Background: an optimization exercise with open tools, aiming at small area and a short achievable clock period. Do not read the settings as production practice.
In this exercise RTL edits were held to simulation tests only and were not proved equivalent to the original.

$ cat design/flow/run.sh
#!/bin/bash
# synth_recipe.tcl (not shown) runs the flow's synth.tcl, then flattens the netlist and writes it again
# the make line also repeats each setting of config.mk as NAME=value (left out here)
make -C /OpenROAD-flow-scripts/flow DESIGN_CONFIG=/design/flow/config.mk WORK_HOME=/design/flow/orfs CLKGATE_MAP_FILE= SYNTH_SCRIPT=/design/flow/synth_recipe.tcl finish
$ cat design/flow/config.mk
export PLATFORM = sky130hd
export DESIGN_NAME = rs_burst_dec
export DESIGN_NICKNAME = rs_burst_dec
export VERILOG_FILES = /design/flow/design.v
export SDC_FILE = /design/flow/constraint.sdc
export NUM_CORES = 4
export LEC_CHECK = 0
export CAP_MARGIN = 20
export CORE_MARGIN = 2
export CORE_UTILIZATION = 30
export PLACE_DENSITY = 0.4
export SLEW_MARGIN = 20
$ cat design/flow/constraint.sdc
create_clock -name core_clock -period 25.0 [get_ports {clk}]
set_input_delay 5.0000 -clock core_clock [delete_from_list [all_inputs] [get_ports {clk}]]
set_output_delay 5.0000 -clock core_clock [all_outputs]
set_load 0.01 [all_outputs]
$ cat design/flow/design.v
module rs_cmul (
    input  wire [7:0] a,
    input  wire [7:0] b,
    output wire [7:0] p
);
    function automatic [3:0] m16(input [3:0] x, input [3:0] y);
        reg [6:0] t;
        integer i;
        begin
            t = 7'd0;
            for (i = 0; i < 4; i = i + 1)
                if (y[i]) t = t ^ ({3'd0, x} << i);
            m16 = t[3:0] ^ {t[6:4], 1'b0} ^ {1'b0, t[6:4]};
        end
    endfunction
    wire [3:0] hh = m16(a[7:4], b[7:4]);
    wire [3:0] ll = m16(a[3:0], b[3:0]);
    wire [3:0] mm = m16(a[7:4] ^ a[3:0], b[7:4] ^ b[3:0]);
    assign p = {mm ^ ll, ll ^ m16(hh, 4'd8)};
endmodule
module rs_cinv (
    input  wire [7:0] a,
    output wire [7:0] y
);
    function automatic [3:0] m16(input [3:0] x, input [3:0] y);
        reg [6:0] t;
        integer i;
        begin
            t = 7'd0;
            for (i = 0; i < 4; i = i + 1)
                if (y[i]) t = t ^ ({3'd0, x} << i);
            m16 = t[3:0] ^ {t[6:4], 1'b0} ^ {1'b0, t[6:4]};
        end
    endfunction
    function automatic [3:0] inv16(input [3:0] x);
        case (x)
            4'd0: inv16 = 4'd0;
            4'd1: inv16 = 4'd1;
            4'd2: inv16 = 4'd9;
            4'd3: inv16 = 4'd14;
            4'd4: inv16 = 4'd13;
            4'd5: inv16 = 4'd11;
            4'd6: inv16 = 4'd7;
            4'd7: inv16 = 4'd6;
            4'd8: inv16 = 4'd15;
            4'd9: inv16 = 4'd2;
            4'd10: inv16 = 4'd12;
            4'd11: inv16 = 4'd5;
            4'd12: inv16 = 4'd10;
            4'd13: inv16 = 4'd4;
            4'd14: inv16 = 4'd3;
            4'd15: inv16 = 4'd8;
            default: inv16 = 4'd0;
        endcase
    endfunction
    wire [3:0] a1 = a[7:4];
    wire [3:0] a0 = a[3:0];
    wire [3:0] n  = m16(m16(a1, a1), 4'd8) ^ m16(a1, a0) ^ m16(a0, a0);
    wire [3:0] ni = inv16(n);
    assign y = {m16(a1, ni), m16(a0 ^ a1, ni)};
endmodule
module rs_syndrome (
    input  wire [39:0] beat,
    input  wire        h,       
    input  wire        o,       
    output wire [31:0] t        
);
    function automatic [7:0] u1(input [39:0] a);
        begin
            u1[0] = a[2] ^ a[5] ^ a[11] ^ a[12] ^ a[13] ^ a[17] ^ a[18] ^ a[19] ^ a[23] ^ a[25] ^ a[31];
            u1[1] = a[0] ^ a[3] ^ a[6] ^ a[8] ^ a[12] ^ a[13] ^ a[14] ^ a[18] ^ a[19] ^ a[20] ^ a[26] ^ a[36];
            u1[2] = a[1] ^ a[2] ^ a[5] ^ a[7] ^ a[8] ^ a[9] ^ a[11] ^ a[12] ^ a[14] ^ a[15] ^ a[17] ^ a[18] ^ a[21] ^ a[23] ^ a[25] ^ a[27] ^ a[31] ^ a[37];
            u1[3] = a[0] ^ a[3] ^ a[4] ^ a[5] ^ a[6] ^ a[9] ^ a[10] ^ a[11] ^ a[15] ^ a[16] ^ a[17] ^ a[20] ^ a[22] ^ a[23] ^ a[25] ^ a[26] ^ a[31] ^ a[32] ^ a[38];
            u1[4] = a[0] ^ a[1] ^ a[2] ^ a[4] ^ a[6] ^ a[7] ^ a[10] ^ a[13] ^ a[19] ^ a[20] ^ a[21] ^ a[25] ^ a[26] ^ a[27] ^ a[31] ^ a[33] ^ a[39];
            u1[5] = a[1] ^ a[2] ^ a[3] ^ a[5] ^ a[7] ^ a[8] ^ a[11] ^ a[14] ^ a[16] ^ a[20] ^ a[21] ^ a[22] ^ a[26] ^ a[27] ^ a[28] ^ a[34];
            u1[6] = a[0] ^ a[2] ^ a[3] ^ a[6] ^ a[9] ^ a[15] ^ a[16] ^ a[17] ^ a[21] ^ a[22] ^ a[23] ^ a[27] ^ a[29] ^ a[35];
            u1[7] = a[1] ^ a[3] ^ a[4] ^ a[7] ^ a[10] ^ a[12] ^ a[16] ^ a[17] ^ a[18] ^ a[22] ^ a[23] ^ a[24] ^ a[30];
        end
    endfunction
    function automatic [7:0] u2(input [39:0] a);
        begin
            u2[0] = a[1] ^ a[6] ^ a[10] ^ a[11] ^ a[17] ^ a[18] ^ a[19] ^ a[20] ^ a[23] ^ a[24] ^ a[30] ^ a[31] ^ a[34];
            u2[1] = a[2] ^ a[4] ^ a[7] ^ a[11] ^ a[12] ^ a[16] ^ a[18] ^ a[19] ^ a[21] ^ a[24] ^ a[25] ^ a[31] ^ a[35];
            u2[2] = a[0] ^ a[1] ^ a[3] ^ a[4] ^ a[5] ^ a[6] ^ a[10] ^ a[11] ^ a[12] ^ a[13] ^ a[18] ^ a[20] ^ a[22] ^ a[23] ^ a[25] ^ a[26] ^ a[28] ^ a[30] ^ a[31] ^ a[34] ^ a[36];
            u2[3] = a[2] ^ a[4] ^ a[5] ^ a[7] ^ a[10] ^ a[13] ^ a[14] ^ a[16] ^ a[17] ^ a[18] ^ a[20] ^ a[21] ^ a[26] ^ a[27] ^ a[29] ^ a[30] ^ a[34] ^ a[35] ^ a[37];
            u2[4] = a[0] ^ a[1] ^ a[3] ^ a[5] ^ a[10] ^ a[14] ^ a[15] ^ a[21] ^ a[22] ^ a[23] ^ a[24] ^ a[27] ^ a[28] ^ a[34] ^ a[35] ^ a[38];
            u2[5] = a[1] ^ a[2] ^ a[6] ^ a[8] ^ a[11] ^ a[15] ^ a[16] ^ a[20] ^ a[22] ^ a[23] ^ a[25] ^ a[28] ^ a[29] ^ a[35] ^ a[39];
            u2[6] = a[2] ^ a[3] ^ a[4] ^ a[7] ^ a[8] ^ a[9] ^ a[16] ^ a[17] ^ a[21] ^ a[23] ^ a[26] ^ a[28] ^ a[29] ^ a[30] ^ a[32];
            u2[7] = a[0] ^ a[3] ^ a[5] ^ a[9] ^ a[10] ^ a[16] ^ a[17] ^ a[18] ^ a[22] ^ a[27] ^ a[29] ^ a[30] ^ a[31] ^ a[33];
        end
    endfunction
    function automatic [7:0] u3(input [39:0] a);
        begin
            u3[0] = a[1] ^ a[3] ^ a[8] ^ a[9] ^ a[10] ^ a[12] ^ a[15] ^ a[16] ^ a[19] ^ a[24] ^ a[26] ^ a[27] ^ a[31] ^ a[35];
            u3[1] = a[0] ^ a[2] ^ a[4] ^ a[9] ^ a[10] ^ a[11] ^ a[13] ^ a[16] ^ a[17] ^ a[25] ^ a[27] ^ a[28] ^ a[32];
            u3[2] = a[5] ^ a[9] ^ a[11] ^ a[12] ^ a[14] ^ a[15] ^ a[16] ^ a[17] ^ a[18] ^ a[19] ^ a[20] ^ a[24] ^ a[27] ^ a[28] ^ a[29] ^ a[31] ^ a[33] ^ a[35];
            u3[3] = a[0] ^ a[1] ^ a[3] ^ a[4] ^ a[6] ^ a[9] ^ a[13] ^ a[17] ^ a[18] ^ a[20] ^ a[21] ^ a[25] ^ a[26] ^ a[27] ^ a[29] ^ a[30] ^ a[31] ^ a[32] ^ a[34] ^ a[35] ^ a[36];
            u3[4] = a[0] ^ a[2] ^ a[3] ^ a[5] ^ a[7] ^ a[9] ^ a[12] ^ a[14] ^ a[15] ^ a[18] ^ a[21] ^ a[22] ^ a[24] ^ a[30] ^ a[32] ^ a[33] ^ a[37];
            u3[5] = a[0] ^ a[1] ^ a[3] ^ a[6] ^ a[10] ^ a[12] ^ a[13] ^ a[15] ^ a[16] ^ a[19] ^ a[22] ^ a[23] ^ a[24] ^ a[25] ^ a[28] ^ a[31] ^ a[32] ^ a[33] ^ a[34] ^ a[38];
            u3[6] = a[1] ^ a[2] ^ a[7] ^ a[8] ^ a[11] ^ a[13] ^ a[14] ^ a[17] ^ a[23] ^ a[24] ^ a[25] ^ a[26] ^ a[29] ^ a[33] ^ a[34] ^ a[35] ^ a[39];
            u3[7] = a[0] ^ a[2] ^ a[3] ^ a[8] ^ a[9] ^ a[14] ^ a[15] ^ a[18] ^ a[25] ^ a[26] ^ a[27] ^ a[30] ^ a[34] ^ a[35];
        end
    endfunction
    function automatic [7:0] so1(input [7:0] a);
        begin
            so1[0] = a[1];
            so1[1] = a[0] ^ a[2];
            so1[2] = a[0] ^ a[3];
            so1[3] = a[0] ^ a[4];
            so1[4] = a[5];
            so1[5] = a[6];
            so1[6] = a[7];
            so1[7] = a[0];
        end
    endfunction
    function automatic [7:0] tl1(input [7:0] a);
        begin
            tl1[0] = a[0] ^ a[1] ^ a[2] ^ a[3] ^ a[4] ^ a[6] ^ a[7];
            tl1[1] = a[2] ^ a[3] ^ a[6] ^ a[7];
            tl1[2] = a[2] ^ a[4] ^ a[6];
            tl1[3] = a[3] ^ a[4] ^ a[5] ^ a[6];
            tl1[4] = a[4] ^ a[7];
            tl1[5] = a[1] ^ a[3] ^ a[4];
            tl1[6] = a[2] ^ a[5] ^ a[6];
            tl1[7] = a[5];
        end
    endfunction
    function automatic [7:0] th1(input [7:0] a);
        begin
            th1[0] = a[0] ^ a[2] ^ a[3] ^ a[5] ^ a[6] ^ a[7];
            th1[1] = a[2] ^ a[3] ^ a[5] ^ a[7];
            th1[2] = a[0] ^ a[2] ^ a[5] ^ a[6] ^ a[7];
            th1[3] = a[0] ^ a[1] ^ a[2] ^ a[5] ^ a[6] ^ a[7];
            th1[4] = a[0] ^ a[3] ^ a[4] ^ a[5] ^ a[6] ^ a[7];
            th1[5] = a[0] ^ a[5] ^ a[6] ^ a[7];
            th1[6] = a[1] ^ a[2] ^ a[4] ^ a[5] ^ a[6];
            th1[7] = a[1] ^ a[5] ^ a[6] ^ a[7];
        end
    endfunction
    function automatic [7:0] so2(input [7:0] a);
        begin
            so2[0] = a[0] ^ a[2];
            so2[1] = a[0] ^ a[1] ^ a[3];
            so2[2] = a[0] ^ a[1] ^ a[4];
            so2[3] = a[1] ^ a[5];
            so2[4] = a[6];
            so2[5] = a[7];
            so2[6] = a[0];
            so2[7] = a[1];
        end
    endfunction
    function automatic [7:0] tl2(input [7:0] a);
        begin
            tl2[0] = a[0] ^ a[1] ^ a[2] ^ a[3] ^ a[4] ^ a[6] ^ a[7];
            tl2[1] = a[2] ^ a[3] ^ a[6] ^ a[7];
            tl2[2] = a[2] ^ a[4] ^ a[6];
            tl2[3] = a[3] ^ a[4] ^ a[5] ^ a[6];
            tl2[4] = a[4] ^ a[7];
            tl2[5] = a[1] ^ a[3] ^ a[4];
            tl2[6] = a[2] ^ a[5] ^ a[6];
            tl2[7] = a[5];
        end
    endfunction
    function automatic [7:0] th2(input [7:0] a);
        begin
            th2[0] = a[0] ^ a[2] ^ a[3] ^ a[5] ^ a[6] ^ a[7];
            th2[1] = a[2] ^ a[3] ^ a[5] ^ a[7];
            th2[2] = a[0] ^ a[2] ^ a[5] ^ a[6] ^ a[7];
            th2[3] = a[0] ^ a[1] ^ a[2] ^ a[5] ^ a[6] ^ a[7];
            th2[4] = a[0] ^ a[3] ^ a[4] ^ a[5] ^ a[6] ^ a[7];
            th2[5] = a[0] ^ a[5] ^ a[6] ^ a[7];
            th2[6] = a[1] ^ a[2] ^ a[4] ^ a[5] ^ a[6];
            th2[7] = a[1] ^ a[5] ^ a[6] ^ a[7];
        end
    endfunction
    function automatic [7:0] so3(input [7:0] a);
        begin
            so3[0] = a[0] ^ a[1] ^ a[3];
            so3[1] = a[1] ^ a[2] ^ a[4];
            so3[2] = a[0] ^ a[1] ^ a[2] ^ a[5];
            so3[3] = a[0] ^ a[2] ^ a[6];
            so3[4] = a[7];
            so3[5] = a[0];
            so3[6] = a[1];
            so3[7] = a[0] ^ a[2];
        end
    endfunction
    function automatic [7:0] tl3(input [7:0] a);
        begin
            tl3[0] = a[0] ^ a[1] ^ a[2] ^ a[3] ^ a[4] ^ a[6] ^ a[7];
            tl3[1] = a[2] ^ a[3] ^ a[6] ^ a[7];
            tl3[2] = a[2] ^ a[4] ^ a[6];
            tl3[3] = a[3] ^ a[4] ^ a[5] ^ a[6];
            tl3[4] = a[4] ^ a[7];
            tl3[5] = a[1] ^ a[3] ^ a[4];
            tl3[6] = a[2] ^ a[5] ^ a[6];
            tl3[7] = a[5];
        end
    endfunction
    function automatic [7:0] th3(input [7:0] a);
        begin
            th3[0] = a[0] ^ a[2] ^ a[3] ^ a[5] ^ a[6] ^ a[7];
            th3[1] = a[2] ^ a[3] ^ a[5] ^ a[7];
            th3[2] = a[0] ^ a[2] ^ a[5] ^ a[6] ^ a[7];
            th3[3] = a[0] ^ a[1] ^ a[2] ^ a[5] ^ a[6] ^ a[7];
            th3[4] = a[0] ^ a[3] ^ a[4] ^ a[5] ^ a[6] ^ a[7];
            th3[5] = a[0] ^ a[5] ^ a[6] ^ a[7];
            th3[6] = a[1] ^ a[2] ^ a[4] ^ a[5] ^ a[6];
            th3[7] = a[1] ^ a[5] ^ a[6] ^ a[7];
        end
    endfunction
    function automatic [7:0] c0l(input [3:0] a);
        begin
            c0l[0] = a[0] ^ a[1] ^ a[2] ^ a[3];
            c0l[1] = a[2] ^ a[3];
            c0l[2] = a[2];
            c0l[3] = a[3];
            c0l[4] = 1'b0;
            c0l[5] = a[1] ^ a[3];
            c0l[6] = a[2];
            c0l[7] = 1'b0;
        end
    endfunction
    function automatic [7:0] c0h(input [3:0] a);
        begin
            c0h[0] = a[0] ^ a[2] ^ a[3];
            c0h[1] = a[2] ^ a[3];
            c0h[2] = a[0] ^ a[2];
            c0h[3] = a[0] ^ a[1] ^ a[2];
            c0h[4] = a[0] ^ a[3];
            c0h[5] = a[0];
            c0h[6] = a[1] ^ a[2];
            c0h[7] = a[1];
        end
    endfunction
    wire [3:0] n0 = beat[3:0] ^ beat[7:4] ^ beat[11:8] ^ beat[15:12] ^ beat[19:16] ^
                    beat[23:20] ^ beat[27:24] ^ beat[31:28] ^ beat[35:32] ^ beat[39:36];
    assign t[7:0] = h ? c0h(n0) : c0l(n0);
    wire [7:0] u1v = u1(beat);
    wire [7:0] w1  = o ? so1(u1v) : u1v;
    assign t[15:8] = h ? th1(w1) : tl1(w1);
    wire [7:0] u2v = u2(beat);
    wire [7:0] w2  = o ? so2(u2v) : u2v;
    assign t[23:16] = h ? th2(w2) : tl2(w2);
    wire [7:0] u3v = u3(beat);
    wire [7:0] w3  = o ? so3(u3v) : u3v;
    assign t[31:24] = h ? th3(w3) : tl3(w3);
endmodule
module rs_cw_dec (
    input  wire        clk,
    input  wire        rst,
    input  wire        in_valid,
    input  wire [1:0]  in_cw,
    input  wire [31:0] syn,        
    output reg         d_valid,    
    output reg  [1:0]  d_cw,
    output wire        d_fail,
    output wire        d_two,      
    output wire        d_corr,     
    output wire [19:0] d_m1,       
    output wire [19:0] d_m2,       
    output wire [7:0]  d_y1,       
    output wire [7:0]  d_y2        
);
    function automatic [7:0] csq(input [7:0] a);
        begin
            csq[0] = a[0] ^ a[2] ^ a[6];
            csq[1] = a[2] ^ a[5] ^ a[6] ^ a[7];
            csq[2] = a[1] ^ a[3] ^ a[5];
            csq[3] = a[3] ^ a[4] ^ a[6] ^ a[7];
            csq[4] = a[4] ^ a[6];
            csq[5] = a[6];
            csq[6] = a[5] ^ a[7];
            csq[7] = a[7];
        end
    endfunction
    function automatic [7:0] mz(input [7:0] a);
        begin
            mz[0] = 1'b0;
            mz[1] = a[0] ^ a[1] ^ a[4] ^ a[6];
            mz[2] = a[0] ^ a[4];
            mz[3] = a[1] ^ a[2] ^ a[4] ^ a[5] ^ a[6];
            mz[4] = a[3] ^ a[4] ^ a[5] ^ a[6];
            mz[5] = a[4] ^ a[5];
            mz[6] = a[4];
            mz[7] = a[5] ^ a[6];
        end
    endfunction
    function automatic [7:0] fromc(input [7:0] a);
        begin
            fromc[0] = a[0] ^ a[2] ^ a[4] ^ a[5];
            fromc[1] = a[1] ^ a[4] ^ a[5] ^ a[6] ^ a[7];
            fromc[2] = a[1] ^ a[3] ^ a[4] ^ a[7];
            fromc[3] = a[1] ^ a[2] ^ a[4];
            fromc[4] = a[2] ^ a[6] ^ a[7];
            fromc[5] = a[7];
            fromc[6] = a[1] ^ a[3] ^ a[4] ^ a[6];
            fromc[7] = a[2] ^ a[4] ^ a[6] ^ a[7];
        end
    endfunction
    wire [7:0] s0 = syn[7:0];
    wire [7:0] s1 = syn[15:8];
    wire [7:0] s2 = syn[23:16];
    wire [7:0] s3 = syn[31:24];
    wire [7:0] p02, p13, pk;
    rs_cmul u_p02 (.a(s0), .b(s2), .p(p02));
    rs_cmul u_p13 (.a(s1), .b(s3), .p(p13));
    rs_cmul u_pk  (.a(s0 ^ s1), .b(s2 ^ s3), .p(pk));
    wire [7:0] det = csq(s1) ^ p02;
    wire [7:0] bb  = csq(s2) ^ p13;
    wire [7:0] aa  = pk ^ p02 ^ p13;
    wire       two = (det != 8'h00);
    wire [7:0] den  = two ? det : s0;
    wire [7:0] num1 = two ? aa  : s1;
    wire [7:0] num2 = two ? bb  : 8'h00;
    wire [7:0] dinv, ninv, n2d, s1d;
    rs_cinv u_id (.a(den),  .y(dinv));
    rs_cinv u_in (.a(num1), .y(ninv));
    rs_cmul u_n2d (.a(num2), .b(den), .p(n2d));
    rs_cmul u_s1d (.a(s1),   .b(den), .p(s1d));
    reg [7:0] r_num1, r_dinv, r_ninv, r_n2d, r_s1d, r_s0;
    reg       r_two, r_zero, r_one_ok;
    always @(posedge clk) begin
        if (rst)
            d_valid <= 1'b0;
        else
            d_valid <= in_valid;
    end
    always @(posedge clk) begin
        if (in_valid) begin
            d_cw     <= in_cw;
            r_num1   <= num1;
            r_dinv   <= dinv;
            r_ninv   <= ninv;
            r_n2d    <= n2d;
            r_s1d    <= s1d;
            r_s0     <= s0;
            r_two    <= two;
            r_zero   <= (syn == 32'h0);
            r_one_ok <= (s0 != 8'h00) && (aa == 8'h00);
        end
    end
    wire [7:0] l1, kk, ya;
    rs_cmul u_l1 (.a(r_num1), .b(r_dinv),        .p(l1));
    rs_cmul u_kk (.a(r_n2d),  .b(csq(r_ninv)),   .p(kk));
    rs_cmul u_ya (.a(r_s1d),  .b(r_ninv),        .p(ya));
    wire [7:0] z = mz(kk);
    wire       tr0 = kk[7] ? 1'b0 : 1'b1;
    wire [7:0] x1, s0z;
    rs_cmul u_x1  (.a(l1),   .b(z), .p(x1));
    rs_cmul u_s0z (.a(r_s0), .b(z), .p(s0z));
    wire [7:0] x2 = x1 ^ l1;
    wire [7:0] y2 = ya ^ s0z;
    assign d_m1[0] = (x1 == 8'h78);
    assign d_m1[1] = (x1 == 8'ha5);
    assign d_m1[2] = (x1 == 8'h05);
    assign d_m1[3] = (x1 == 8'h23);
    assign d_m1[4] = (x1 == 8'hae);
    assign d_m1[5] = (x1 == 8'h1d);
    assign d_m1[6] = (x1 == 8'h74);
    assign d_m1[7] = (x1 == 8'h31);
    assign d_m1[8] = (x1 == 8'hbf);
    assign d_m1[9] = (x1 == 8'hfd);
    assign d_m1[10] = (x1 == 8'hff);
    assign d_m1[11] = (x1 == 8'h50);
    assign d_m1[12] = (x1 == 8'h13);
    assign d_m1[13] = (x1 == 8'h4f);
    assign d_m1[14] = (x1 == 8'hc8);
    assign d_m1[15] = (x1 == 8'h3d);
    assign d_m1[16] = (x1 == 8'h2b);
    assign d_m1[17] = (x1 == 8'h47);
    assign d_m1[18] = (x1 == 8'h21);
    assign d_m1[19] = (x1 == 8'h01);
    assign d_m2[0] = (x2 == 8'h78);
    assign d_m2[1] = (x2 == 8'ha5);
    assign d_m2[2] = (x2 == 8'h05);
    assign d_m2[3] = (x2 == 8'h23);
    assign d_m2[4] = (x2 == 8'hae);
    assign d_m2[5] = (x2 == 8'h1d);
    assign d_m2[6] = (x2 == 8'h74);
    assign d_m2[7] = (x2 == 8'h31);
    assign d_m2[8] = (x2 == 8'hbf);
    assign d_m2[9] = (x2 == 8'hfd);
    assign d_m2[10] = (x2 == 8'hff);
    assign d_m2[11] = (x2 == 8'h50);
    assign d_m2[12] = (x2 == 8'h13);
    assign d_m2[13] = (x2 == 8'h4f);
    assign d_m2[14] = (x2 == 8'hc8);
    assign d_m2[15] = (x2 == 8'h3d);
    assign d_m2[16] = (x2 == 8'h2b);
    assign d_m2[17] = (x2 == 8'h47);
    assign d_m2[18] = (x2 == 8'h21);
    assign d_m2[19] = (x2 == 8'h01);
    wire a1 = |d_m1;
    wire a2 = |d_m2;
    assign d_fail = !r_zero && (r_two ? !(tr0 && a1 && a2) : !(r_one_ok && a2));
    assign d_two  = r_two;
    assign d_corr = !r_zero;
    assign d_y2   = fromc(y2);
    assign d_y1   = fromc(y2 ^ r_s0);
endmodule
module rs_burst_dec (
    input  wire         clk,
    input  wire         rst,
    input  wire         in_valid,
    input  wire [39:0]  in_beat,
    output reg          out_valid,
    output wire [511:0] out_data,
    output reg          out_ue,
    output reg  [2:0]   out_ce_count,
    output reg  [3:0]   out_dev
);
    reg [39:0] p0;
    reg [31:0] p1, p2;
    reg        v0, v1, v2;
    reg [3:0]  bc;             
    reg [511:0] sr;            
    always @(posedge clk) begin
        p0 <= in_beat;
        p1 <= p0[31:0];
        p2 <= p1;
        if (rst) begin
            v0 <= 1'b0;
            v1 <= 1'b0;
            v2 <= 1'b0;
            bc <= 4'd0;
        end else begin
            v0 <= in_valid;
            v1 <= v0;
            v2 <= v1;
            if (v0)
                bc <= bc + 4'd1;
        end
    end
    always @(posedge clk) begin
        if (v2)
            sr <= {sr[479:0], p2};
    end
    wire [31:0] t;
    rs_syndrome u_syn (.beat(p0), .h(bc[0]), .o(bc[3]), .t(t));
    reg [31:0] q0, q1, q2, q3;
    reg [31:0] s_syn;
    reg        s_valid;
    reg [1:0]  s_cw;
    wire       shift = bc[3] ? bc[0] : ~bc[0];
    always @(posedge clk) begin
        if (v0 && !bc[3])
            q0 <= bc[0] ? (q0 ^ t) : t;
        if (v0 && shift) begin
            q1 <= q0;
            q2 <= q1;
        end
        if (v0 && (shift || bc[3]))
            q3 <= (bc[3] && !bc[0]) ? (q3 ^ t) : q2;
        if (v0 && bc[3] && bc[0]) begin
            s_syn <= q3 ^ t;
            s_cw  <= bc[2:1];
        end
    end
    always @(posedge clk) begin
        if (rst)
            s_valid <= 1'b0;
        else
            s_valid <= v0 && bc[3] && bc[0];
    end
    wire        d_valid, d_fail, d_two, d_corr;
    wire [1:0]  d_cw;
    wire [19:0] d_m1, d_m2;
    wire [7:0]  d_y1, d_y2;
    rs_cw_dec u_dec (
        .clk(clk), .rst(rst), .in_valid(s_valid), .in_cw(s_cw), .syn(s_syn),
        .d_valid(d_valid), .d_cw(d_cw), .d_fail(d_fail), .d_two(d_two),
        .d_corr(d_corr), .d_m1(d_m1), .d_m2(d_m2), .d_y1(d_y1), .d_y2(d_y2)
    );
    reg  [3:0] pos1, pos2;
    reg  [9:0] hit;
    integer i;
    always @* begin
        pos1 = 4'd0;
        pos2 = 4'd0;
        for (i = 0; i < 16; i = i + 1) begin
            if (d_m1[i]) pos1 = pos1 | i[3:0];
            if (d_m2[i]) pos2 = pos2 | i[3:0];
        end
        for (i = 0; i < 10; i = i + 1)
            hit[i] = d_m1[2*i] | d_m1[2*i+1] | d_m2[2*i] | d_m2[2*i+1];
    end
    wire e1 = |d_m1[15:0];
    wire e2 = |d_m2[15:0];
    reg [3:0] c_p1 [0:3];
    reg [3:0] c_p2 [0:3];
    reg [7:0] c_y1 [0:3];
    reg [7:0] c_y2 [0:3];
    reg [3:0] c_e1, c_e2;
    always @(posedge clk) begin
        if (d_valid) begin
            c_p1[d_cw] <= pos1;
            c_p2[d_cw] <= pos2;
            c_y1[d_cw] <= d_y1;
            c_y2[d_cw] <= d_y2;
            c_e1[d_cw] <= e1;
            c_e2[d_cw] <= e2;
        end
    end
    reg        a_fail, a_two;
    reg [9:0]  a_hit;
    reg [2:0]  a_n;
    wire       first = (d_cw == 2'd0);
    wire       f_fail = d_fail | (!first & a_fail);
    wire       f_two  = d_two  | (!first & a_two);
    wire [9:0] f_hit  = hit    | (first ? 10'h0 : a_hit);
    wire [2:0] f_n    = (first ? 3'd0 : a_n) + {2'd0, d_corr};
    reg  [3:0] f_dev;
    reg  [3:0] f_cnt;
    always @* begin
        f_dev = 4'hF;
        f_cnt = 4'd0;
        for (i = 0; i < 10; i = i + 1) begin
            if (f_hit[i]) f_dev = i[3:0];
            f_cnt = f_cnt + {3'd0, f_hit[i]};
        end
    end
    wire f_ue = f_fail | (f_two & (f_cnt > 4'd1));
    always @(posedge clk) begin
        if (d_valid) begin
            a_fail <= f_fail;
            a_two  <= f_two;
            a_hit  <= f_hit;
            a_n    <= f_n;
        end
        if (d_valid && d_cw == 2'd3) begin
            out_ue       <= f_ue;
            out_ce_count <= f_ue ? 3'd0 : f_n;
            out_dev      <= (!f_ue && f_cnt == 4'd1) ? f_dev : 4'hF;
        end
    end
    always @(posedge clk) begin
        if (rst)
            out_valid <= 1'b0;
        else
            out_valid <= d_valid && (d_cw == 2'd3);
    end
    genvar gk, gd, gb;
    generate
        for (gk = 0; gk < 16; gk = gk + 1) begin : g_beat
            for (gd = 0; gd < 8; gd = gd + 1) begin : g_dev
                localparam integer J  = gk / 2;
                localparam integer H  = gk % 2;
                localparam integer CW = J % 4;
                localparam integer P  = 2 * gd + J / 4;
                wire h1 = !out_ue && c_e1[CW] && (c_p1[CW] == P);
                wire h2 = !out_ue && c_e2[CW] && (c_p2[CW] == P);
                for (gb = 0; gb < 4; gb = gb + 1) begin : g_bit
                    assign out_data[8 * (16 * CW + P) + 4 * H + gb] =
                        sr[32 * (15 - gk) + 4 * gd + gb] ^
                        ((h1 & c_y1[CW][4 * H + gb]) | (h2 & c_y2[CW][4 * H + gb]));
                end
            end
        end
    endgenerate
endmodule
==> results of run 1 <==
## placed cells by master (no fill, tap or decap), drive strengths merged, types with 36 or more instances in the layout
master / Yosys / layout
buf: 114 / 80
o21ai: 65 / 65
nor2b: 36 / 36
mux2i: 43 / 43
clkbuf: 148 / 135
nand2b: 43 / 43
xnor2: 1277 / 1277
nor3: 71 / 71
nand2: 342 / 342
clkdlybuf4s50: 0 / 563
xor2: 248 / 248
mux2: 56 / 56
dfxtp: 114 / 114
xnor3: 73 / 73
clkinv: 0 / 53
a22oi: 526 / 526
inv: 69 / 75
nor2: 410 / 410
edfxtp: 854 / 854
a21oi: 70 / 70
## worst max-delay path: cells and delay by family (launching register included)
family | cells | cell delay [ps]
xor gates and xnor gates | 9 | 4380
AOI/OAI and AO/OA | 3 | 610
buffers and inverters | 2 | 120
DFF | 1 | 870
and+or+nand+nor | 9 | 2070
adders and majority gates | 5 | 1790
## metal layers
layer	up-vias	global-route usage [%]	part of all wire (%)	wire length (µm)
met1	20500	29.4	40	95400
met2	1580	39.6	48	115000
met3	389	3.19	5.2	12400
met5	-	0.199	0.0054	13
met4	2	14.1	6.9	16400
li1	18600	-	-	-
## layout make-up
class	instances	area share, %
Clock buffer	135	4.25
Clock inverter	76	1.05
Inverter	69	0.377
Multi-Input combinational cell	3651	40.4
Sequential cell	968	40.3
Tap cell	2511	4.53
Timing Repair Buffer	643	9.08
## kinds of logic (layout without fill, tap and decap cells)
| kind of cell | count (synthesis) | count (layout) | synth area share [%] |
|---|---|---|---|
| simple gates | 1088 | 1088 | 8.66 |
| buf+inv | 331 | 923 | 2.32 |
| mux | 99 | 99 | 1.89 |
| fa+ha+maj | 39 | 39 | 0.931 |
| xor+xnor | 1613 | 1613 | 27.2 |
| compound gates | 812 | 812 | 10.3 |
| flops | 968 | 968 | 48.8 |
## through the flow
step | instances | hold WS (ps) | utilization [%]
finish | 8053 | 315 | 36.5
global route | 8053 | 324 | 36.5
CTS | 8050 | 320 | 36.5
detailed placement | 7839 | 312 | 34.5
global placement | 7838 | 310 | 34.5
floorplan | 4950 | 310 | -
## worst max-delay path by stage
stage                               from                        to  slack (ps)  cells past startpoint
3_5_place_dp   u_dec.r_ninv[7]$_DFFE_PP_  out_dev[3]$_SDFFCE_PP1P_       14900                     28
5_1_grt        u_dec.r_ninv[7]$_DFFE_PP_  out_dev[3]$_SDFFCE_PP1P_       14110                     27
2_1_floorplan              v2$_SDFF_PP0_           sr[0]$_DFFE_PP_       12570                      0
4_1_cts        u_dec.r_ninv[7]$_DFFE_PP_  out_dev[3]$_SDFFCE_PP1P_       14850                     28
6_report       u_dec.r_ninv[7]$_DFFE_PP_  out_dev[3]$_SDFFCE_PP1P_       14900                     28
3_3_place_gp   u_dec.r_ninv[7]$_DFFE_PP_  out_dev[3]$_SDFFCE_PP1P_       14990                     31
## sequential cells by signal (all words and copies together), names as in the netlist, 8 cells and up
register and count:
a_hit 10, c_p1 16, c_p2 16, c_y1 32
c_y2 32, p0 40, p1 32, p2 32
q0 32, q1 32, q2 32, q3 32
s_syn 32, sr 512, u_dec.r_dinv 8, u_dec.r_n2d 8
u_dec.r_ninv 8, u_dec.r_num1 8, u_dec.r_s0 8, u_dec.r_s1d 8
==> flow_metrics.py, run 1 <==
metrics = {
    "placed_design": {
        "dpl_cell_area_um2": 65600,
        "place_hpwl_um": 184000,
        "gp_congestion": 0.884,
        "io_buffers": 563,
        "place_ws_ps": 14900,
    },
    "synthesis": {
        "synth_top_area_share_pct": 44.8,
        "synth_cell_types": 102,
        "synth_fp_nets": 5032,
        "synth_area_um2": 57300,
        "ys_top_cells_by_area": "edfxtp_1 (45%), xnor2_1 (19%), a22oi_1 (6.9%), dfxtp_1 (4.0%), xor2_1 (3.7%)",
        "postSynthCellCount": 4950,
        "synth_edf_count": 854,
        "synthTopCellsByCount": "xnor2_1 (1256), edfxtp_1 (854), a22oi_1 (526)",
        "ys_seq_area_share_pct": 48.8,
        "synth_top_area_cell": "edfxtp_1",
        "syn_avg_cell_area_um2": 11.6,
        "synth_ff_type": "edfxtp_1",
        "synth_most_common_cell": "xnor2_1",
        "synth-async-reset-ratio_pct": 0,
        "ys_ff_latch": 968,
        "yosysWarnings": 5,
    },
    "critical_path": {
        "r2r_end": "out_dev[3]$_SDFFCE_PP1P_",
        "crit_required_ps": 25480,
        "rrSetupSlack_ps": 14900,
        "worst-path-max-fanout": 22,
        "ff2ff_path_depth": 28,
        "slowest_stage": "xnor3_1",
        "worst_setup_path_end_kind": "register",
        "max_stage_delay_ps": 900,
        "start_kind": "register",
        "critPathMostFrequentCell": "fa_1",
        "regToRegStartpoint": "u_dec.r_ninv[7]$_DFFE_PP_",
        "arrival_ps": 10590,
        "crit_type": "reg2reg",
    },
    "clock_tree": {
        "cts_max_level": 3,
        "clk_pin_slew_ps": 60,
        "clk_latency_ps": 760,
        "cts_buffer_depth": 3,
        "cts_root_buf": "clkbuf_16",
        "cts_buffers": 112,
        "cts_setup_buffers": 0,
        "clkSinkCount": 968,
        "cts_tree": "built",
        "cts_resized": 0,
        "cts_hold_buf": 0,
    },
    "sta": {
        "fin_crit_sh_pct": 40.4,
        "timing.final.ws_setup_ps": 14900,
        "tns_ps": 0,
        "fin_skew_ps": 44.2,
        "fmax_mhz": 99.0,
        "relSlewSlack_pct": 14.0,
        "setup_viol": 0,
        "rsz0062_at_grt": "no",
        "fin_crit_ps": 10100,
        "hold_viol": 0,
        "slew_violations": 0,
        "worst_pin_slew_ps": 1290,
    },
    "final_layout": {
        "areaGrowthSynthToFinish_pct": 21.2,
        "regArea_um2": 27900,
        "antenna_cells": 0,
        "multi_input_area_um2": 28100,
        "finalInstanceArea_um2": 69400,
        "drive_above_1_share_pct": 7.09,
        "final_nets": 5527,
        "fillCellCount": 18700,
    },
    "worst_hold_path": {
        "hold_path_end": "p2[27]$_DFF_P_",
        "min_path_type": "reg2reg",
        "min_delay_path_depth": 0,
        "hold_start": "p1[27]$_DFF_P_",
    },
    "grt": {
        "grt_pass1_vias": 40600,
        "grt_usage_pct": 23.8,
        "grt_start_max_net_pins": 78,
        "grt_pass1_wl_um": 326000,
        "overflow": 0,
        "antenna_found_initial": 5,
    },
    "detailed_routing": {
        "dr.pass1.iters": 6,
        "post_drt_wl_per_cell_um": 29.7,
        "num_vias": 41100,
        "vias_per_cell": 5.10,
        "ant_nets": 0,
        "routed_wl_um": 239000,
        "drc": 0,
        "drtIter0Drc": 3838,
    },
    "floorplanning": {
        "dieArea_um2": 194000,
        "core_um2": 190000,
        "ios": 564,
        "die_x_um": 441,
        "rows": 160,
        "initial_core_util_pct": 30.1,
        "die_h_um": 441,
    },
    "run": {
        "cap_violations": 0,
    },
    "status": {
        "status": "no timing/DRC/antenna violations",
    },
}
==> inputs of run 2 (changes only) <==
--- a/design/flow/design.v
+++ b/design/flow/design.v
@@ -249,5 +249,5 @@
 module rs_cw_dec (
     input  wire        clk,
-    input  wire        rst,
+    input  wire        rst,        
     input  wire        in_valid,
     input  wire [1:0]  in_cw,
@@ -255,11 +255,14 @@
     output reg         d_valid,    
     output reg  [1:0]  d_cw,
-    output wire        d_fail,
-    output wire        d_two,      
-    output wire        d_corr,     
-    output wire [19:0] d_m1,       
-    output wire [19:0] d_m2,       
-    output wire [7:0]  d_y1,       
-    output wire [7:0]  d_y2        
+    output reg         d_fail,     
+    output reg         d_two,      
+    output reg         d_corr,     
+    output reg  [9:0]  d_hit,      
+    output reg         d_e1,       
+    output reg  [3:0]  d_p1,
+    output reg         d_e2,       
+    output reg  [3:0]  d_p2,
+    output reg  [7:0]  d_y1,       
+    output reg  [7:0]  d_y2        
 );
     function automatic [7:0] csq(input [7:0] a);
@@ -307,96 +310,142 @@
     rs_cmul u_p13 (.a(s1), .b(s3), .p(p13));
     rs_cmul u_pk  (.a(s0 ^ s1), .b(s2 ^ s3), .p(pk));
-    wire [7:0] det = csq(s1) ^ p02;
-    wire [7:0] bb  = csq(s2) ^ p13;
-    wire [7:0] aa  = pk ^ p02 ^ p13;
-    wire       two = (det != 8'h00);
-    wire [7:0] den  = two ? det : s0;
-    wire [7:0] num1 = two ? aa  : s1;
-    wire [7:0] num2 = two ? bb  : 8'h00;
+    reg       v1a, v1b, v2a;
+    reg [1:0] c1a, c1b, c2a;
+    reg [7:0] a_det, a_aa, a_bb, a_s0, a_s1;
+    reg       a_zero;
+    always @(posedge clk) begin
+        a_det  <= csq(s1) ^ p02;
+        a_bb   <= csq(s2) ^ p13;
+        a_aa   <= pk ^ p02 ^ p13;
+        a_s0   <= s0;
+        a_s1   <= s1;
+        a_zero <= (syn == 32'h0);
+        c1a    <= in_cw;
+    end
+    wire       two  = (a_det != 8'h00);
+    wire [7:0] den  = two ? a_det : a_s0;
+    wire [7:0] num1 = two ? a_aa  : a_s1;
+    wire [7:0] num2 = two ? a_bb  : 8'h00;
     wire [7:0] dinv, ninv, n2d, s1d;
-    rs_cinv u_id (.a(den),  .y(dinv));
-    rs_cinv u_in (.a(num1), .y(ninv));
+    rs_cinv u_id  (.a(den),  .y(dinv));
+    rs_cinv u_in  (.a(num1), .y(ninv));
     rs_cmul u_n2d (.a(num2), .b(den), .p(n2d));
-    rs_cmul u_s1d (.a(s1),   .b(den), .p(s1d));
-    reg [7:0] r_num1, r_dinv, r_ninv, r_n2d, r_s1d, r_s0;
-    reg       r_two, r_zero, r_one_ok;
+    rs_cmul u_s1d (.a(a_s1), .b(den), .p(s1d));
+    reg [7:0] b_num1, b_dinv, b_ninv, b_n2d, b_s1d, b_s0;
+    reg       b_two, b_zero, b_one_ok;
     always @(posedge clk) begin
-        if (rst)
-            d_valid <= 1'b0;
-        else
-            d_valid <= in_valid;
+        b_num1   <= num1;
+        b_dinv   <= dinv;
+        b_ninv   <= ninv;
+        b_n2d    <= n2d;
+        b_s1d    <= s1d;
+        b_s0     <= a_s0;
+        b_two    <= two;
+        b_zero   <= a_zero;
+        b_one_ok <= (a_s0 != 8'h00) && (a_aa == 8'h00);
+        c1b      <= c1a;
     end
+    wire [7:0] l1, kk, ya;
+    rs_cmul u_l1 (.a(b_num1), .b(b_dinv),      .p(l1));
+    rs_cmul u_kk (.a(b_n2d),  .b(csq(b_ninv)), .p(kk));
+    rs_cmul u_ya (.a(b_s1d),  .b(b_ninv),      .p(ya));
+    reg [7:0] c_l1, c_z, c_ya, c_s0;
+    reg       c_tr0, c_two, c_zero, c_one_ok;
     always @(posedge clk) begin
-        if (in_valid) begin
-            d_cw     <= in_cw;
-            r_num1   <= num1;
-            r_dinv   <= dinv;
-            r_ninv   <= ninv;
-            r_n2d    <= n2d;
-            r_s1d    <= s1d;
-            r_s0     <= s0;
-            r_two    <= two;
-            r_zero   <= (syn == 32'h0);
-            r_one_ok <= (s0 != 8'h00) && (aa == 8'h00);
-        end
+        c_l1     <= l1;
+        c_z      <= mz(kk);
+        c_ya     <= ya;
+        c_s0     <= b_s0;
+        c_tr0    <= !(kk[7]);
+        c_two    <= b_two;
+        c_zero   <= b_zero;
+        c_one_ok <= b_one_ok;
+        c2a      <= c1b;
     end
-    wire [7:0] l1, kk, ya;
-    rs_cmul u_l1 (.a(r_num1), .b(r_dinv),        .p(l1));
-    rs_cmul u_kk (.a(r_n2d),  .b(csq(r_ninv)),   .p(kk));
-    rs_cmul u_ya (.a(r_s1d),  .b(r_ninv),        .p(ya));
-    wire [7:0] z = mz(kk);
-    wire       tr0 = kk[7] ? 1'b0 : 1'b1;
     wire [7:0] x1, s0z;
-    rs_cmul u_x1  (.a(l1),   .b(z), .p(x1));
-    rs_cmul u_s0z (.a(r_s0), .b(z), .p(s0z));
-    wire [7:0] x2 = x1 ^ l1;
-    wire [7:0] y2 = ya ^ s0z;
-    assign d_m1[0] = (x1 == 8'h78);
-    assign d_m1[1] = (x1 == 8'ha5);
-    assign d_m1[2] = (x1 == 8'h05);
-    assign d_m1[3] = (x1 == 8'h23);
-    assign d_m1[4] = (x1 == 8'hae);
-    assign d_m1[5] = (x1 == 8'h1d);
-    assign d_m1[6] = (x1 == 8'h74);
-    assign d_m1[7] = (x1 == 8'h31);
-    assign d_m1[8] = (x1 == 8'hbf);
-    assign d_m1[9] = (x1 == 8'hfd);
-    assign d_m1[10] = (x1 == 8'hff);
-    assign d_m1[11] = (x1 == 8'h50);
-    assign d_m1[12] = (x1 == 8'h13);
-    assign d_m1[13] = (x1 == 8'h4f);
-    assign d_m1[14] = (x1 == 8'hc8);
-    assign d_m1[15] = (x1 == 8'h3d);
-    assign d_m1[16] = (x1 == 8'h2b);
-    assign d_m1[17] = (x1 == 8'h47);
-    assign d_m1[18] = (x1 == 8'h21);
-    assign d_m1[19] = (x1 == 8'h01);
-    assign d_m2[0] = (x2 == 8'h78);
-    assign d_m2[1] = (x2 == 8'ha5);
-    assign d_m2[2] = (x2 == 8'h05);
-    assign d_m2[3] = (x2 == 8'h23);
-    assign d_m2[4] = (x2 == 8'hae);
-    assign d_m2[5] = (x2 == 8'h1d);
-    assign d_m2[6] = (x2 == 8'h74);
-    assign d_m2[7] = (x2 == 8'h31);
-    assign d_m2[8] = (x2 == 8'hbf);
-    assign d_m2[9] = (x2 == 8'hfd);
-    assign d_m2[10] = (x2 == 8'hff);
-    assign d_m2[11] = (x2 == 8'h50);
-    assign d_m2[12] = (x2 == 8'h13);
-    assign d_m2[13] = (x2 == 8'h4f);
-    assign d_m2[14] = (x2 == 8'hc8);
-    assign d_m2[15] = (x2 == 8'h3d);
-    assign d_m2[16] = (x2 == 8'h2b);
-    assign d_m2[17] = (x2 == 8'h47);
-    assign d_m2[18] = (x2 == 8'h21);
-    assign d_m2[19] = (x2 == 8'h01);
-    wire a1 = |d_m1;
-    wire a2 = |d_m2;
-    assign d_fail = !r_zero && (r_two ? !(tr0 && a1 && a2) : !(r_one_ok && a2));
-    assign d_two  = r_two;
-    assign d_corr = !r_zero;
-    assign d_y2   = fromc(y2);
-    assign d_y1   = fromc(y2 ^ r_s0);
+    rs_cmul u_x1  (.a(c_l1), .b(c_z), .p(x1));
+    rs_cmul u_s0z (.a(c_s0), .b(c_z), .p(s0z));
+    wire [7:0] x2 = x1 ^ c_l1;
+    wire [7:0] y2 = c_ya ^ s0z;
+    wire [19:0] m1, m2;
+    assign m1[0] = (x1 == 8'h78);
+    assign m1[1] = (x1 == 8'ha5);
+    assign m1[2] = (x1 == 8'h05);
+    assign m1[3] = (x1 == 8'h23);
+    assign m1[4] = (x1 == 8'hae);
+    assign m1[5] = (x1 == 8'h1d);
+    assign m1[6] = (x1 == 8'h74);
+    assign m1[7] = (x1 == 8'h31);
+    assign m1[8] = (x1 == 8'hbf);
+    assign m1[9] = (x1 == 8'hfd);
+    assign m1[10] = (x1 == 8'hff);
+    assign m1[11] = (x1 == 8'h50);
+    assign m1[12] = (x1 == 8'h13);
+    assign m1[13] = (x1 == 8'h4f);
+    assign m1[14] = (x1 == 8'hc8);
+    assign m1[15] = (x1 == 8'h3d);
+    assign m1[16] = (x1 == 8'h2b);
+    assign m1[17] = (x1 == 8'h47);
+    assign m1[18] = (x1 == 8'h21);
+    assign m1[19] = (x1 == 8'h01);
+    assign m2[0] = (x2 == 8'h78);
+    assign m2[1] = (x2 == 8'ha5);
+    assign m2[2] = (x2 == 8'h05);
+    assign m2[3] = (x2 == 8'h23);
+    assign m2[4] = (x2 == 8'hae);
+    assign m2[5] = (x2 == 8'h1d);
+    assign m2[6] = (x2 == 8'h74);
+    assign m2[7] = (x2 == 8'h31);
+    assign m2[8] = (x2 == 8'hbf);
+    assign m2[9] = (x2 == 8'hfd);
+    assign m2[10] = (x2 == 8'hff);
+    assign m2[11] = (x2 == 8'h50);
+    assign m2[12] = (x2 == 8'h13);
+    assign m2[13] = (x2 == 8'h4f);
+    assign m2[14] = (x2 == 8'hc8);
+    assign m2[15] = (x2 == 8'h3d);
+    assign m2[16] = (x2 == 8'h2b);
+    assign m2[17] = (x2 == 8'h47);
+    assign m2[18] = (x2 == 8'h21);
+    assign m2[19] = (x2 == 8'h01);
+    reg [3:0] p1, p2;
+    reg [9:0] hit;
+    integer i;
+    always @* begin
+        p1 = 4'd0;
+        p2 = 4'd0;
+        for (i = 0; i < 16; i = i + 1) begin
+            if (m1[i]) p1 = p1 | i[3:0];
+            if (m2[i]) p2 = p2 | i[3:0];
+        end
+        for (i = 0; i < 10; i = i + 1)
+            hit[i] = m1[2*i] | m1[2*i+1] | m2[2*i] | m2[2*i+1];
+    end
+    always @(posedge clk) begin
+        d_fail <= !c_zero && (c_two ? !(c_tr0 && (|m1) && (|m2)) : !(c_one_ok && (|m2)));
+        d_two  <= c_two;
+        d_corr <= !c_zero;
+        d_hit  <= hit;
+        d_e1   <= |m1[15:0];
+        d_p1   <= p1;
+        d_e2   <= |m2[15:0];
+        d_p2   <= p2;
+        d_y2   <= fromc(y2);
+        d_y1   <= fromc(y2 ^ c_s0);
+        d_cw   <= c2a;
+    end
+    always @(posedge clk) begin
+        if (rst) begin
+            v1a     <= 1'b0;
+            v1b     <= 1'b0;
+            v2a     <= 1'b0;
+            d_valid <= 1'b0;
+        end else begin
+            v1a     <= in_valid;
+            v1b     <= v1a;
+            v2a     <= v1b;
+            d_valid <= v2a;
+        end
+    end
 endmodule
 module rs_burst_dec (
@@ -411,29 +460,42 @@
     output reg  [3:0]   out_dev
 );
-    reg [39:0] p0;
-    reg [31:0] p1, p2;
-    reg        v0, v1, v2;
-    reg [3:0]  bc;             
-    reg [511:0] sr;            
+    reg         r_rst;         
+    reg  [39:0] p0;
+    reg         v0;
+    reg  [3:0]  bc;            
+    reg  [31:0] p1;
+    reg         v1;
+    reg  [31:0] p2;
+    reg         v2;
+    reg  [31:0] p3;
+    reg         v3;
+    reg  [31:0] p4;
+    reg         v4;
+    reg  [31:0] p5;
+    reg         v5;
+    reg  [511:0] sr;           
+    wire [511:0] fix;          
     always @(posedge clk) begin
-        p0 <= in_beat;
+        r_rst <= rst;
+        p0    <= in_beat;
+        v0    <= in_valid;
+        if (r_rst)
+            bc <= 4'd0;
+        else if (v0)
+            bc <= bc + 4'd1;
         p1 <= p0[31:0];
+        v1 <= v0;
         p2 <= p1;
-        if (rst) begin
-            v0 <= 1'b0;
-            v1 <= 1'b0;
-            v2 <= 1'b0;
-            bc <= 4'd0;
-        end else begin
-            v0 <= in_valid;
-            v1 <= v0;
-            v2 <= v1;
-            if (v0)
-                bc <= bc + 4'd1;
-        end
+        v2 <= v1;
+        p3 <= p2;
+        v3 <= v2;
+        p4 <= p3;
+        v4 <= v3;
+        p5 <= p4;
+        v5 <= v4;
     end
     always @(posedge clk) begin
-        if (v2)
-            sr <= {sr[479:0], p2};
+        if (v5)
+            sr <= {sr[479:0], p5} ^ fix;
     end
     wire [31:0] t;
@@ -453,75 +515,47 @@
         if (v0 && (shift || bc[3]))
             q3 <= (bc[3] && !bc[0]) ? (q3 ^ t) : q2;
-        if (v0 && bc[3] && bc[0]) begin
-            s_syn <= q3 ^ t;
-            s_cw  <= bc[2:1];
-        end
-    end
-    always @(posedge clk) begin
-        if (rst)
+        s_syn <= q3 ^ t;
+        s_cw  <= bc[2:1];
+        if (r_rst)
             s_valid <= 1'b0;
         else
             s_valid <= v0 && bc[3] && bc[0];
     end
-    wire        d_valid, d_fail, d_two, d_corr;
+    wire        d_valid, d_fail, d_two, d_corr, d_e1, d_e2;
     wire [1:0]  d_cw;
-    wire [19:0] d_m1, d_m2;
+    wire [9:0]  d_hit;
+    wire [3:0]  d_p1, d_p2;
     wire [7:0]  d_y1, d_y2;
     rs_cw_dec u_dec (
-        .clk(clk), .rst(rst), .in_valid(s_valid), .in_cw(s_cw), .syn(s_syn),
+        .clk(clk), .rst(r_rst), .in_valid(s_valid), .in_cw(s_cw), .syn(s_syn),
         .d_valid(d_valid), .d_cw(d_cw), .d_fail(d_fail), .d_two(d_two),
-        .d_corr(d_corr), .d_m1(d_m1), .d_m2(d_m2), .d_y1(d_y1), .d_y2(d_y2)
+        .d_corr(d_corr), .d_hit(d_hit), .d_e1(d_e1), .d_p1(d_p1),
+        .d_e2(d_e2), .d_p2(d_p2), .d_y1(d_y1), .d_y2(d_y2)
     );
-    reg  [3:0] pos1, pos2;
-    reg  [9:0] hit;
-    integer i;
-    always @* begin
-        pos1 = 4'd0;
-        pos2 = 4'd0;
-        for (i = 0; i < 16; i = i + 1) begin
-            if (d_m1[i]) pos1 = pos1 | i[3:0];
-            if (d_m2[i]) pos2 = pos2 | i[3:0];
-        end
-        for (i = 0; i < 10; i = i + 1)
-            hit[i] = d_m1[2*i] | d_m1[2*i+1] | d_m2[2*i] | d_m2[2*i+1];
-    end
-    wire e1 = |d_m1[15:0];
-    wire e2 = |d_m2[15:0];
-    reg [3:0] c_p1 [0:3];
-    reg [3:0] c_p2 [0:3];
-    reg [7:0] c_y1 [0:3];
-    reg [7:0] c_y2 [0:3];
-    reg [3:0] c_e1, c_e2;
-    always @(posedge clk) begin
-        if (d_valid) begin
-            c_p1[d_cw] <= pos1;
-            c_p2[d_cw] <= pos2;
-            c_y1[d_cw] <= d_y1;
-            c_y2[d_cw] <= d_y2;
-            c_e1[d_cw] <= e1;
-            c_e2[d_cw] <= e2;
-        end
-    end
+    reg [3:0] k_p1 [0:2];
+    reg [3:0] k_p2 [0:2];
+    reg [7:0] k_y1 [0:2];
+    reg [7:0] k_y2 [0:2];
+    reg [2:0] k_e1, k_e2;
     reg        a_fail, a_two;
     reg [9:0]  a_hit;
     reg [2:0]  a_n;
-    wire       first = (d_cw == 2'd0);
+    wire       first  = (d_cw == 2'd0);
     wire       f_fail = d_fail | (!first & a_fail);
     wire       f_two  = d_two  | (!first & a_two);
-    wire [9:0] f_hit  = hit    | (first ? 10'h0 : a_hit);
+    wire [9:0] f_hit  = d_hit  | (first ? 10'h0 : a_hit);
     wire [2:0] f_n    = (first ? 3'd0 : a_n) + {2'd0, d_corr};
-    reg  [3:0] f_dev;
-    reg  [3:0] f_cnt;
-    always @* begin
-        f_dev = 4'hF;
-        f_cnt = 4'd0;
-        for (i = 0; i < 10; i = i + 1) begin
-            if (f_hit[i]) f_dev = i[3:0];
-            f_cnt = f_cnt + {3'd0, f_hit[i]};
-        end
-    end
-    wire f_ue = f_fail | (f_two & (f_cnt > 4'd1));
+    integer i;
     always @(posedge clk) begin
         if (d_valid) begin
+            for (i = 0; i < 3; i = i + 1)
+                if (d_cw == i) begin
+                    k_p1[i] <= d_p1;
+                    k_p2[i] <= d_p2;
+                    k_y1[i] <= d_y1;
+                    k_y2[i] <= d_y2;
+                    k_e1[i] <= d_e1;
+                    k_e2[i] <= d_e2;
+                end
             a_fail <= f_fail;
             a_two  <= f_two;
@@ -529,16 +563,49 @@
             a_n    <= f_n;
         end
-        if (d_valid && d_cw == 2'd3) begin
-            out_ue       <= f_ue;
-            out_ce_count <= f_ue ? 3'd0 : f_n;
-            out_dev      <= (!f_ue && f_cnt == 4'd1) ? f_dev : 4'hF;
+    end
+    reg  [3:0] f_dev;
+    reg        f_many;     
+    reg        f_any;
+    always @* begin
+        f_dev  = 4'hF;
+        f_many = 1'b0;
+        f_any  = 1'b0;
+        for (i = 0; i < 10; i = i + 1) begin
+            if (f_hit[i]) begin
+                f_many = f_many | f_any;
+                f_any  = 1'b1;
+                f_dev  = i[3:0];
+            end
         end
     end
+    wire f_ue  = f_fail | (f_two & f_many);
+    wire last  = d_valid && (d_cw == 2'd3);
+    wire apply = last && !f_ue;
     always @(posedge clk) begin
-        if (rst)
-            out_valid <= 1'b0;
-        else
-            out_valid <= d_valid && (d_cw == 2'd3);
-    end
+        out_ue       <= f_ue;
+        out_ce_count <= f_ue ? 3'd0 : f_n;
+        out_dev      <= (!f_ue && f_any && !f_many) ? f_dev : 4'hF;
+        out_valid    <= last && !rst && !r_rst;
+    end
+    wire [3:0] w_p1 [0:3];
+    wire [3:0] w_p2 [0:3];
+    wire [7:0] w_y1 [0:3];
+    wire [7:0] w_y2 [0:3];
+    wire [3:0] w_e1, w_e2;
+    genvar gc;
+    generate
+        for (gc = 0; gc < 3; gc = gc + 1) begin : g_k
+            assign w_p1[gc] = k_p1[gc];
+            assign w_p2[gc] = k_p2[gc];
+            assign w_y1[gc] = k_y1[gc];
+            assign w_y2[gc] = k_y2[gc];
+        end
+    endgenerate
+    assign w_p1[3] = d_p1;
+    assign w_p2[3] = d_p2;
+    assign w_y1[3] = d_y1;
+    assign w_y2[3] = d_y2;
+    assign w_e1 = {d_e1, k_e1};
+    assign w_e2 = {d_e2, k_e2};
     genvar gk, gd, gb;
     generate
@@ -549,10 +616,11 @@
                 localparam integer CW = J % 4;
                 localparam integer P  = 2 * gd + J / 4;
-                wire h1 = !out_ue && c_e1[CW] && (c_p1[CW] == P);
-                wire h2 = !out_ue && c_e2[CW] && (c_p2[CW] == P);
+                wire h1 = apply && w_e1[CW] && (w_p1[CW] == P);
+                wire h2 = apply && w_e2[CW] && (w_p2[CW] == P);
                 for (gb = 0; gb < 4; gb = gb + 1) begin : g_bit
+                    assign fix[32 * (15 - gk) + 4 * gd + gb] =
+                        (h1 & w_y1[CW][4 * H + gb]) | (h2 & w_y2[CW][4 * H + gb]);
                     assign out_data[8 * (16 * CW + P) + 4 * H + gb] =
-                        sr[32 * (15 - gk) + 4 * gd + gb] ^
-                        ((h1 & c_y1[CW][4 * H + gb]) | (h2 & c_y2[CW][4 * H + gb]));
+                        sr[32 * (15 - gk) + 4 * gd + gb];
                 end
             end
==> design/flow/flow/run.sh (new file) <==
#!/bin/bash
# Layout: the standard flow (standard.sh, unchanged synthesis and steps),
# with every input and output port buffered by a sky130_fd_sc_hd__buf_1
# instead of the default delay-buffer cell.  Runs in the standard flow's work folder.
set -euo pipefail
export BUFFER_PORTS_ARGS="-buffer_cell sky130_fd_sc_hd__buf_1"
bash standard.sh > standard.log 2>&1
==> design/flow/standard.sh (new file) <==
#!/bin/bash
# synth_recipe.tcl (not shown) runs the flow's synth.tcl, then flattens the netlist and writes it again
# the make line also repeats each setting of config.mk as NAME=value (left out here)
make -C /OpenROAD-flow-scripts/flow DESIGN_CONFIG=/design/flow/config.mk WORK_HOME=/design/flow/orfs CLKGATE_MAP_FILE= SYNTH_SCRIPT=/design/flow/synth_recipe.tcl "${@:-finish}"
--- a/design/flow/config.mk
+++ b/design/flow/config.mk
@@ -8,5 +8,6 @@
 export CAP_MARGIN = 20
 export CORE_MARGIN = 2
-export CORE_UTILIZATION = 30
-export PLACE_DENSITY = 0.4
+export CORE_UTILIZATION = 50
+export CTS_BUF_LIST = sky130_fd_sc_hd__clkbuf_8
+export PLACE_DENSITY = 0.6
 export SLEW_MARGIN = 20
removed: design/flow/run.sh
==> run 2 against run 1 <==
Flip-flop and latch count up 198. Sequential share of layout area is 4.6 points higher. Critical endpoint is now out_data[433]. Register-to-register slack better by 4500 ps. Fmax increased by 47%. Final cell count is 6.7% lower. Count of clock-buffer cells in the layout increased by 82. Non-clock buffer count is 23 higher. Die area down 36%. Core utilization up 20 points. First-iteration DRC count rose by 29%. Critical path depth decreased by 27.
==> flow_metrics.py, run 2 <==
metrics = {
    "floorplanning": {
        "ios": 564,
        "die_h_um": 352,
        "dieArea_um2": 124000,
        "rows": 127,
        "initial_core_util_pct": 50.5,
        "core_um2": 120000,
        "die_x_um": 352,
    },
    "synthesis": {
        "yosysWarnings": 9,
        "synth_top_area_share_pct": 36.3,
        "ys_seq_area_share_pct": 50.5,
        "synth-async-reset-ratio_pct": 0,
        "synth_fp_nets": 5275,
        "synth_top_area_cell": "edfxtp_1",
        "synth_area_um2": 60700,
        "syn_avg_cell_area_um2": 11.7,
        "synth_most_common_cell": "xnor2_1",
        "synth_ff_type": "edfxtp_1",
        "ys_top_cells_by_area": "edfxtp_1 (36%), xnor2_1 (18%), dfxtp_1 (14%), a22oi_1 (6.6%), xor2_1 (3.7%)",
        "ys_ff_latch": 1166,
        "synth_cell_types": 101,
        "postSynthCellCount": 5211,
        "synthTopCellsByCount": "xnor2_1 (1278), edfxtp_1 (733), a22oi_1 (530)",
        "synth_edf_count": 733,
    },
    "final_layout": {
        "regMostFlops": "sr",
        "drive_above_1_share_pct": 10.1,
        "final_nets": 5808,
        "final_cells": 7514,
        "layout_commonest_cell": "xnor2_1",
        "largest_register_ffs": 512,
        "areaGrowthSynthToFinish_pct": 12.7,
        "final_cell_mix": "xnor2_1 (1266), edfxtp_1 (733), buf_1 (563)",
        "reg.largest.list": "sr (512), p0 (40)",
    },
    "detailed_routing": {
        "num_vias": 42500,
        "vias_per_cell": 5.66,
        "drc": 0,
        "post_drt_wl_per_cell_um": 26.5,
        "ant_nets": 0,
        "routed_wl_um": 199000,
        "dr.pass1.iters": 7,
        "drtIter0Drc": 4943,
    },
    "sta": {
        "setup_viol": 0,
        "hold_viol": 0,
        "worst_pin_slew_ps": 1200,
        "fmax_mhz": 146,
        "fin_crit_sh_pct": 27.5,
        "rsz0062_at_grt": "no",
        "tns_ps": 0,
        "slew_violations": 0,
        "fin_skew_ps": 70.3,
        "fin_crit_ps": 6870,
        "relSlewSlack_pct": 19.7,
    },
    "critical_path": {
        "worst-path-buf-inv": 1,
        "worst-path-max-fanout": 2,
        "worst_setup_path_end_kind": "output pin",
        "crit_type": "reg2out",
        "arrival_ps": 1870,
        "cpLargestDelayFamily": "flip-flops",
        "crit_required_ps": 20000,
        "cp_cell_sequence": "buf_1",
        "max_stage_delay_ps": 740,
        "start_kind": "register",
        "slowest_stage": "edfxtp_1",
    },
    "clock_tree": {
        "cts_tree": "built",
        "clkSinkCount": 1166,
        "clk_pin_slew_ps": 60,
        "cts_buffers": 188,
        "cts_resized": 0,
        "cts_hold_buf": 0,
        "cts_buffer_depth": 3,
        "cts_max_level": 4,
        "cts_setup_buffers": 0,
        "clk_latency_ps": 940,
        "cts_root_buf": "clkbuf_8",
    },
    "grt": {
        "antenna_found_initial": 8,
        "grt_pass1_vias": 41200,
        "grt_usage_pct": 31.3,
        "overflow": 0,
        "grt_pass1_wl_um": 285000,
        "grt_start_max_net_pins": 175,
    },
    "run": {
        "cap_violations": 0,
    },
    "status": {
        "status": "no timing/DRC/antenna violations",
    },
    "placed_design": {
        "io_buffers": 563,
        "placedCellCount": 7166,
        "gp_congestion": 0.957,
        "place_hpwl_um": 152000,
    },
    "worst_hold_path": {
        "min_path_type": "reg2reg",
    },
}
[run 2: final cells by class]
class,count,area [µm²]
antenna,3,7.51
clock buffer,217,2990
clock inverter,128,897
fill,10400,51700
inverter,59,221
multi-input combinational,3663,28700
sequential,1166,30700
tap,1612,2020
timing repair buffer,666,2900
[run 2: metal layers]
metal | share of wire (%) | up-vias | GRT usage, %
li1 | - | 19400 | -
met1 | 37 | 20500 | 37.4
met2 | 49 | 2094 | 53.7
met3 | 8.2 | 473 | 6.61
met4 | 5.1 | 4 | 14.9
met5 | 0.014 | - | 0
[run 2: cell families (layout without fill, tap and decap cells)]
kind of cell,count (synthesis),in the layout,synth area share [%]
other cells,0,3,0
fa+ha+maj,23,23,0.466
mux,93,93,1.68
xor+xnor,1639,1639,25.9
compound gates,806,806,9.73
buf+inv,382,1070,2.51
simple gates,1102,1102,9.22
flops,1166,1166,50.5
[run 2: final timing paths]
check,from,end,slack [ps],depth (start not counted)
hold reg to reg,p4[5]$_DFF_P_,p5[5]$_DFF_P_,280,0
setup reg to reg,u_dec.a_det[2]$_DFF_P_,u_dec.b_ninv[7]$_DFF_P_,19400,15
setup / recovery,sr[301]$_DFFE_PP_,out_data[433],18130,1
hold / removal,p4[5]$_DFF_P_,p5[5]$_DFF_P_,280,0
[run 2: per-stage QoR]
stage | util, % | worst slack (ps) | instance area [µm²] | hold WS, ps
finish | 56.9 | 18130 | 68400 | 277
global route | 56.9 | 18020 | 68400 | 309
CTS | 56.9 | 18030 | 68400 | 297
detailed placement | 53.7 | 19070 | 64500 | 312
global placement | 53.7 | 19040 | 64500 | 310
floorplan | - | 12570 | 60700 | 310
[run 2: worst register-to-register path, stage by stage, from the launching register on]
cell      delay, ps
dfxtp_1         470
or4_4           680
o31ai_1         540
and2_1          390
inv_1           170
ha_1            240
xor2_1          170
xnor3_1         410
inv_1           110
ha_1            340
mux2_2          270
mux2i_1         740
nand2_1         120
o211ai_1        120
o311ai_0        160
xnor3_1         490

## port drivers added, routing unchanged
Ports are ideal in the flow. The routed layouts listed here were re-timed in OpenROAD. Step 1: set_driving_cell puts a clkbuf_16 on clk and a buf_2 on each other input, an assumption about the parent block. Step 2 also shifts input and output timing later by t, the mid clock arrival at the registers, as if the neighbouring blocks saw the same clock. Three values: no drivers, after step 1, after step 2; two values: the first two.
| run | t (ns) | slack for setup (ns) | latest minus earliest clock arrival (ns) | worst register clock-pin slew, ns |
|---|---|---|---|---|
| run 1 | 0.819 | 14.898 / 14.898 / 14.898 | 0.050 / 0.050 | 0.07 / 0.07 |
| run 2 | 0.975 | 18.128 / 18.058 / 19.033 | 0.072 / 0.072 | 0.07 / 0.07 |
After both steps every run listed still meets setup and hold.
